Context: an optimization exercise on an open-source flow, tuned for small area and a short achievable clock period. The choices shown serve that exercise and are no tape-out recipe.
Function was checked by simulation only, so behaviour that the tests miss may differ from the original.
Power figures rest on the tool's default switching activity, not on a simulated workload.

Design lane_symbol_path, start of the top module:
module lane_symbol_path (
    input  wire        clk,
    input  wire        rst,            
    input  wire        rx_valid,       
    input  wire [19:0] rx_bits,
    input  wire        cdr_lock,       
    input  wire        comma_align,    
    input  wire        bitslip,        
    input  wire        decode_check,   
    output reg         tx_valid,       
    output reg  [19:0] tx_bits,        
    output reg  [1:0]  code_err,       
    output reg  [1:0]  disp_err,       
    output reg         sym_lock,       
    output reg  [3:0]  word_phase      
);
Settings: LEC_CHECK=0, CAP_MARGIN=20, CORE_MARGIN=2, CORE_UTILIZATION=40, SLEW_MARGIN=20; clock period 34.0 ns.
standard.sh (not shown) runs the stock make flow with config.mk's settings and CLKGATE_MAP_FILE= SYNTH_SCRIPT=/design/flow/synth_recipe.tcl, a recipe that flattens the netlist after the stock synthesis.
==> flow/flow/run.sh <==
#!/bin/bash
# Layout flow: the standard ORFS flow (standard.sh, all steps), with
#  - an area-oriented ABC mapping script for the synthesis's logic mapping
#    (abc_area_map.script; the registers are mapped as in the standard
#    synthesis, before ABC),
#  - plain buffers (buf_2) instead of delay buffers on the ports,
#  - a smaller clock tree: clkbuf_8 buffers, no dummy loads.
# The clock period and constraints are the standard flow's (constraint.sdc, config.mk).
# Each tool's output is in orfs/logs/; make's own output in orfs_flow.log.
set -euo pipefail
W=$(pwd)
rm -rf "$W/scripts_local"
cp -r "$FLOW_HOME/scripts" "$W/scripts_local"
cp "$W/flow/abc_area_map.script" "$W/scripts_local/abc_speed.script"
export SCRIPTS_DIR="$W/scripts_local"
export BUFFER_PORTS_ARGS="-buffer_cell sky130_fd_sc_hd__buf_2"
export CTS_ARGS="-sink_clustering_enable -repair_clock_nets -buf_list sky130_fd_sc_hd__clkbuf_8 -root_buf sky130_fd_sc_hd__clkbuf_8 -dont_use_dummy_load -sink_clustering_size 20 -sink_clustering_max_diameter 100"
bash standard.sh > "$W/orfs_flow.log" 2>&1
==> flow/flow/abc_area_map.script <==
strash
dc2
dch -f
amap
topo
buffer -c
dnsize -c
Edit:
--- a/flow/design.v
+++ b/flow/design.v
@@ -170,24 +170,27 @@
                 n_idx  = 3'd0;
             end else
                 n_idx  = ph_idx + 3'd1;
         end
     end
     wire [38:0] win_full = {rx_bits[18:0], prev_word};
     wire [23:0] sh5      = n_half ? win_full[28:5] : win_full[23:0];
     reg  [19:0] groups;
     integer     m;
-    wire [4:0]  sel_oh = rst ? 5'b00000 : (5'b00001 << n_idx);
     always @(*)
         for (m = 0; m < 20; m = m + 1)
-            groups[m] = (sel_oh[0] & sh5[m])   | (sel_oh[1] & sh5[m+1]) |
-                        (sel_oh[2] & sh5[m+2]) | (sel_oh[3] & sh5[m+3]) |
-                        (sel_oh[4] & sh5[m+4]);
+            case (n_idx)
+                3'd0:    groups[m] = sh5[m];
+                3'd1:    groups[m] = sh5[m+1];
+                3'd2:    groups[m] = sh5[m+2];
+                3'd3:    groups[m] = sh5[m+3];
+                default: groups[m] = sh5[m+4];
+            endcase
     reg [9:0]  grp;
     reg        vn, vp, unb, hi, inr, fwd;
     reg        a_rx_rd, a_rx_known, a_out_rd;
     integer    k;
     always @(*) begin
         a_rx_rd    = b_rx_rd;
         a_rx_known = b_rx_known && dc_q;
         a_out_rd   = b_out_rd;
         tx_bits    = 20'd0;
@@ -214,51 +217,50 @@
             if (fwd && unb)
                 a_out_rd = hi;
         end
     end
     always @(*)
         word_phase = ph_half ? {1'b0, ph_idx} + 4'd5 : {1'b0, ph_idx};
     always @(posedge clk)
         if (rx_valid)
             prev_word <= rx_bits;
-    always @(posedge clk)
-        if (rst || take)
-            grp_q <= groups;
     always @(posedge clk) begin
         if (rst) begin
             have_prev   <= 1'b0;
             sym_lock    <= 1'b0;
             have_bnd    <= 1'b0;
             ph_half     <= 1'b0;
             ph_idx      <= 3'd0;
             good_cnt    <= 1'b0;
             oph_half    <= 1'b0;
             oph_idx     <= 3'd0;
             oth_cnt     <= 2'd0;
             tx_valid    <= 1'b0;
+            grp_q       <= 20'd0;
             dc_q        <= 1'b0;
             b_rx_rd     <= 1'b0;
             b_rx_known  <= 1'b0;
             b_out_rd    <= 1'b0;
             kill        <= 1'b0;
         end else begin
             sym_lock   <= n_lock;
             have_bnd   <= n_have_bnd;
             ph_half    <= n_half;
             ph_idx     <= n_idx;
             good_cnt   <= n_good;
             oph_half   <= n_ohalf;
             oph_idx    <= n_oidx;
             oth_cnt    <= n_oth_cnt;
             tx_valid   <= take;
             if (rx_valid)
                 have_prev <= 1'b1;
             if (take) begin
+                grp_q      <= groups;
                 dc_q       <= decode_check;
                 b_rx_rd    <= a_rx_rd;
                 b_rx_known <= a_rx_known && !kill;
                 b_out_rd   <= a_out_rd;
                 kill       <= 1'b0;
             end else if (!decode_check) begin
                 kill       <= 1'b1;
             end
         end
Combinational power drops by 36%. Sequential share of layout area falls by 3.3 points. Via count grows by 3.5%. Clock power goes up by about 1%. Cell area goes down by 0.56%. Worst setup slack improves by 0.0059 ns. Core utilization stays flat. Final cell count went up by 2.4%. Total power falls by 18%. Wire length barely changes.

## static timing again, ports no longer ideal
The results above use ideal ports. As a check the final layouts listed here were re-extracted and re-timed, cells and wires unchanged.
Step 1 (the two cells are an assumption about what drives the block):
set clk [get_ports {clk}]
set_driving_cell -lib_cell sky130_fd_sc_hd__clkbuf_16 $clk
set_driving_cell -lib_cell sky130_fd_sc_hd__buf_2 [delete_from_list [all_inputs] $clk]
Step 2 adds t to the input delays and takes it off the output delays; t is the mean of the earliest and latest rising clock arrival at the registers after step 1. Input paths then give back, and output paths get back, about the clock's delay inside the block.
a / b / c = no drivers / after step 1 / after step 2; a / b = the first two.
| run | t (ns) | setup WS [ns] | worst data-port slew with drivers (ns) |
|---|---|---|---|
| the first run | 0.376 | 21.668 / 21.632 / 21.708 | 0.03 |
| the second run | 0.381 | 21.674 / 21.638 / 21.620 | 0.03 |
After both steps setup and hold are still met in every run listed. For the second run, which loses most, drivers alone change the setup slack by -0.036 ns; drivers and shift together by -0.054 ns.
